Source: an optimization exercise on an open RTL-to-GDS flow (aim: small area and a short achievable clock period). Production flows keep margins and buffers that such runs may drop.
The RTL was checked by simulation tests, not by an equivalence proof against the original design.
The flow treats the clock pin as an ideal source. Dropping or thinning the clock tree relies on that and would not hold on a real chip.

==> inputs of branch xenon <==
Design chk_unit, start of the top module:
module chk_unit (
    input  wire        clk,
    input  wire        rst,
    input  wire        in_valid,
    input  wire        in_first,
    input  wire        in_last,
    input  wire [2:0]  in_code,
    input  wire [63:0] in_data,
    input  wire [3:0]  in_nbytes,
    input  wire [2:0]  in_tail,
    output wire        out_valid,
    output wire [31:0] out_value
);
export LEC_CHECK = 0
export CAP_MARGIN = 20
export CORE_MARGIN = 4
export CORE_UTILIZATION = 66
export GPL_TIMING_DRIVEN = 0
export SLEW_MARGIN = 20
export SYNTH_HIERARCHICAL = 1
create_clock -name core_clock -period 40.0 [get_ports {clk}]
standard.sh (not shown) runs the stock make flow with config.mk's settings and CLKGATE_MAP_FILE= SYNTH_SCRIPT=/design/flow/synth_recipe.tcl, a recipe that flattens the netlist after the stock synthesis.
==> flow/flow/run.sh <==
#!/bin/bash
# Standard synthesis and placement (port buffers of buf_1 cells), then
# flow/cts.tcl: a two-level clock tree, buf_2 output port buffers and
# dfxtp_2 for the flip-flops behind them; then the standard routing and finish.
set -euo pipefail
export BUFFER_PORTS_ARGS="-buffer_cell sky130_fd_sc_hd__buf_1"
bash standard.sh synth > synth.log 2>&1
bash standard.sh place > place.log 2>&1
RES=$PWD/orfs/results/sky130hd/chk_unit/base
RES=$RES CTS_CELL=sky130_fd_sc_hd__clkbuf_8 CTS_NBUF=4 CTS_SUB=2 CTS_SUB_CELL=sky130_fd_sc_hd__clkbuf_16 OUT_BUF_CELL=sky130_fd_sc_hd__buf_2 OUT_FF_CELL=sky130_fd_sc_hd__dfxtp_2 FANOUT_FF_CELL=sky130_fd_sc_hd__dfxtp_4 FANOUT_FF_MIN=12 IN_BUF_CELL=sky130_fd_sc_hd__buf_2 IN_BUF_MIN=3 openroad -no_init -exit flow/cts.tcl > cts.log 2>&1
cp $RES/4_1_cts.odb $RES/4_cts.odb
bash standard.sh > layout.log 2>&1
Other scripts of this flow, unchanged in this note and not shown: flow/flow/cts.tcl
==> inputs of branch nickel, as changes to branch xenon <==
--- a/flow/config.mk
+++ b/flow/config.mk
@@ -9,3 +9,3 @@
 export CORE_MARGIN = 4
-export CORE_UTILIZATION = 66
+export CORE_UTILIZATION = 60
 export GPL_TIMING_DRIVEN = 0
==> summary of the runs <==
Of branch xenon and branch nickel, branch nickel has the higher design area (gap 0.50%, measured against branch nickel).
In branch xenon the wire length is smaller than in branch nickel, by 3.6%.
Flip-flop and latch count is the same in branch nickel and branch xenon.
Between branch nickel and branch xenon, the lower clock skew is in branch nickel (gap 12 ps).
In branch xenon the via count is higher than in branch nickel, by 1.0%.
In branch nickel the register-to-register slack is lower than in branch xenon, by 140 ps.
Maximum frequency is about the same in branch xenon and branch nickel.
In branch xenon the core utilization is higher than in branch nickel, by 5.8 points.
In branch nickel the die area is larger than in branch xenon, by 9.5%.
==> figures <==
| item | branch xenon | branch nickel |
|---|---|---|
| Largest stage delay on the critical path | 340 ps | 350 ps |
| Worst max-slew margin expressed relative to the limit | 18.19% | 14.65% |
| Met1 wire length | 21190 µm | 22610 µm |
| Run status | no timing/DRC/antenna violations | no timing/DRC/antenna violations |
| Footprint of the multi-input gates | 11270 µm² | 11240 µm² |
| Design Area, Final | 15620 µm² | 15700 µm² |
| Total number of tap cells | 275 | 313 |
| Beginning of the critical path | s_q[1] | s_q[30] |
| Met3 track demand over resource in global routing | 20.60% | 18.76% |
| DR WL met2 | 24760 µm | 25450 µm |
| Sequential fraction of total cell area | 17.51% | 17.42% |
| Placed wire-length estimate after detailed placement | 47840 µm | 49640 µm |
| Number of vias per cell | 7.208 | 6.993 |
| Global routing met1 resource utilization | 58.75% | 56.07% |
| Effective utilization at floorplan | 66.97% | 61.42% |
| Worst Skew | 25.14 ps | 13.63 ps |
| Timing endpoint of the critical path | out_value[1] | out_value[30] |
| Worst endpoint data arrival time | 760 ps | 770 ps |
| Global routing met2 resource utilization | 72.57% | 67.31% |
In every run of this note, the design's own scripts or RTL, not TritonCTS, make the clock network.

[afterwards: timing with drivers on the ports]
In the flow no input, the clock included, has a driving cell. The finished layouts below were timed again as built, in two steps. Step 1 assumes that a clkbuf_16 drives the clock port and a buf_2 every other input. Step 2, shift: input delay + t, output delay - t, t = (earliest + latest rising clock arrival at the registers) / 2. This alone moves slack from input paths to output paths. a / b / c = ideal / step 1 / step 2; a / b = the first two.
| run | t (ns) | slack for setup (ns) | hold slack, ns | worst data-port slew with drivers (ns) |
|---|---|---|---|---|
| branch xenon | 0.396 | 31.239 / 31.125 / 31.188 | 0.622 / 0.622 / 0.622 | 0.04 |
| branch nickel | 0.413 | 31.229 / 31.098 / 31.046 | 0.642 / 0.642 / 0.642 | 0.04 |
After both steps setup and hold are still met in every run listed. For branch nickel, which loses most, drivers alone change the setup slack by -0.131 ns; drivers and shift together by -0.183 ns.
